What follows belongs to an exercise in optimizing a design on an open flow for small area; a production flow would make more cautious choices. Only simulation tests tie the RTL to the original design; equivalence was not proved. Power is estimated from default activity; no workload was simulated.

## ci_decim_bank
module ci_decim_bank (
    input  wire         clk,
    input  wire         rst,
    input  wire         bit_valid,
    input  wire [3:0]   bits,
    input  wire [3:0]   resync,
    input  wire         cfg_we,
    input  wire [1:0]   cfg_ch,
    input  wire [15:0]  cfg_data,
    input  wire [1:0]   cfg_rd_ch,
    output wire [15:0]  cfg_rd_data,
    output reg  [3:0]   out_valid,
    output wire [3:0]   out_settled,
    output wire [99:0]  out_data
);
clock: 15.0 ns
lec_check: 0
abc_area: 1
cap_margin: 5
core_margin: 2
core_utilization: 40
slew_margin: 5
standard.sh (not shown) runs the stock make flow with config.mk's settings and CLKGATE_MAP_FILE= SYNTH_SCRIPT=/design/flow/synth_recipe.tcl, a recipe that flattens the netlist after the stock synthesis.
==> flow/flow/run.sh <==
#!/bin/bash
# The standard layout (standard.sh: standard synthesis, floorplan, power
# grid, placement, CTS, routing), unchanged except for two arguments passed
# through ORFS's own variables:
#   - the port buffers that placement puts on every input and output use the
#     smallest buffer cell instead of the resizer's pick;
#   - clock tree synthesis builds the tree from clkbuf_8 cells in sink
#     clusters of up to 14 flip-flops, without dummy loads.
# Everything make prints goes to standard.log; ORFS's per-step logs stay under
# orfs/logs/ in this folder.
set -euo pipefail
export BUFFER_PORTS_ARGS="-buffer_cell sky130_fd_sc_hd__buf_1"
export CTS_ARGS="-sink_clustering_enable -repair_clock_nets -dont_use_dummy_load -buf_list sky130_fd_sc_hd__clkbuf_8 -sink_clustering_size 14 -sink_clustering_max_diameter 100"
bash standard.sh > standard.log 2>&1
==> next run, changes <==
==> flow/flow/run.sh (replaced) <==
#!/bin/bash
# The standard layout (the standard.sh, standard synthesis unchanged), with
# two changes: port buffers use the smallest buffer, and the clock tree uses
# small clock buffers without dummy loads.
set -euo pipefail
export BUFFER_PORTS_ARGS="-buffer_cell sky130_fd_sc_hd__buf_1"
export CTS_ARGS="-sink_clustering_enable -repair_clock_nets -dont_use_dummy_load -buf_list sky130_fd_sc_hd__clkbuf_4"
bash standard.sh > standard.log 2>&1
--- a/flow/config.mk
+++ b/flow/config.mk
@@ -8,5 +8,5 @@
 export ABC_AREA = 1
-export CAP_MARGIN = 5
+export CAP_MARGIN = 20
 export CORE_MARGIN = 2
 export CORE_UTILIZATION = 40
-export SLEW_MARGIN = 5
+export SLEW_MARGIN = 20
What happened: The changed run completed without violations; power went up by 11%; sequential share of layout area fell by 0.41 points; die area does not change; core utilization came out higher by 0.59 points; routed wire length came out higher by 0.95%.
==> next run, changes <==
--- a/flow/flow/run.sh
+++ b/flow/flow/run.sh
@@ -6,3 +6,3 @@
 export BUFFER_PORTS_ARGS="-buffer_cell sky130_fd_sc_hd__buf_1"
-export CTS_ARGS="-sink_clustering_enable -repair_clock_nets -dont_use_dummy_load -buf_list sky130_fd_sc_hd__clkbuf_4"
+export CTS_ARGS="-sink_clustering_enable -repair_clock_nets -dont_use_dummy_load -buf_list sky130_fd_sc_hd__clkbuf_8 -sink_clustering_size 14 -sink_clustering_max_diameter 100"
 bash standard.sh > standard.log 2>&1
--- a/flow/config.mk
+++ b/flow/config.mk
@@ -8,5 +8,6 @@
 export ABC_AREA = 1
-export CAP_MARGIN = 20
+export CAP_MARGIN = 5
 export CORE_MARGIN = 2
 export CORE_UTILIZATION = 40
-export SLEW_MARGIN = 20
+export GPL_TIMING_DRIVEN = 0
+export SLEW_MARGIN = 5
Setup slack is worse by 23 ps.
Wire length rises by 5.4%.
Flip-flop and latch count does not change.
Non-clock buffer count rises by 171.
Core utilization stays flat.
Hold slack is better by 9.5 ps.
First-iteration DRC count rises by 9.4%.
Critical path depth came out higher by 10.
Clock power falls by 25%.


Starting RTL as in the previous note.
export LEC_CHECK = 0
export ABC_AREA = 1
export CAP_MARGIN = 5
export CORE_MARGIN = 2
export CORE_UTILIZATION = 65
export SLEW_MARGIN = 5
create_clock -name core_clock -period 15.0 [get_ports {clk}]
==> flow/flow/run.sh <==
#!/bin/bash
# The standard layout (the standard.sh, standard synthesis unchanged), with
# two changes: port buffers use the smallest buffer, and the clock tree uses
# small clock buffers without dummy loads.
set -euo pipefail
export BUFFER_PORTS_ARGS="-buffer_cell sky130_fd_sc_hd__buf_1"
export CTS_ARGS="-sink_clustering_enable -repair_clock_nets -dont_use_dummy_load -buf_list sky130_fd_sc_hd__clkbuf_8 -sink_clustering_size 14 -sink_clustering_max_diameter 100"
bash standard.sh > standard.log 2>&1
The starting point passed the timing, design-rule and antenna checks.
Edit:
==> flow/flow/run.sh (replaced) <==
#!/bin/bash
# The standard layout (the standard.sh, standard synthesis unchanged), with
# two changes: port buffers use the smallest buffer, and the clock tree uses
# small clock buffers without dummy loads.
set -euo pipefail
export BUFFER_PORTS_ARGS="-buffer_cell sky130_fd_sc_hd__buf_1"
export CTS_ARGS="-sink_clustering_enable -repair_clock_nets -dont_use_dummy_load -buf_list sky130_fd_sc_hd__clkbuf_4 -sink_clustering_size 8 -sink_clustering_max_diameter 80"
bash standard.sh > standard.log 2>&1
--- a/flow/config.mk
+++ b/flow/config.mk
@@ -9,4 +9,4 @@
 export CAP_MARGIN = 5
 export CORE_MARGIN = 2
-export CORE_UTILIZATION = 65
+export CORE_UTILIZATION = 40
 export SLEW_MARGIN = 5
After rerunning:
- The new run produced a clean layout
- sequential share of layout area shrinks by 0.42 points
- utilization is lower by 26 points
- fmax drops by 0.62%
- non-clock buffer count climbs by 6
- routed wire length grows by 4.5%
- area after synthesis stays the same
- worst setup slack is worse by 0.089 ns
- first-iteration DRC count is lower by 14%

==> what the ideal ports hide <==
The results above use ideal ports. As a check the final layouts listed here were re-extracted and re-timed, cells and wires unchanged. Step 1 sets driving cells, clkbuf_16 on the clock port and buf_2 on the other inputs (assumed; they add their load-dependent delay and slew). Step 2 adds t to the input delays and takes it off the output delays; t is the mean of the earliest and latest rising clock arrival at the registers after step 1. Input paths then give back, and output paths get back, about the clock's delay inside the block. a / b / c = ideal / step 1 / step 2; a / b = the first two.
run | t, ns | slack for setup (ns) | worst setup path at the end | clock arrival spread, ns | pins driven straight from the clock port
the first run of note 1 | 0.826 | 0.566 / 0.612 / -0.214 | input to register | 0.123 / 0.123 | 1
the second run of note 1 | 1.107 | 0.605 / 0.540 / -0.354 | input to register | 0.140 / 0.140 | 1
the third run of note 1 | 0.839 | 0.582 / 0.631 / -0.207 | input to register | 0.117 / 0.117 | 1
the first run of note 2 | 0.756 | 0.680 / 0.718 / -0.038 | input to register | 0.108 / 0.108 | 1
the second run of note 2 | 1.010 | 0.591 / 0.633 / -0.377 | input to register | 0.155 / 0.155 | 1
With both steps, setup timing fails in every run listed, where it was met with ideal ports. For the second run of note 2, which loses most, drivers alone change the setup slack by +0.042 ns; drivers and shift together by -0.968 ns.
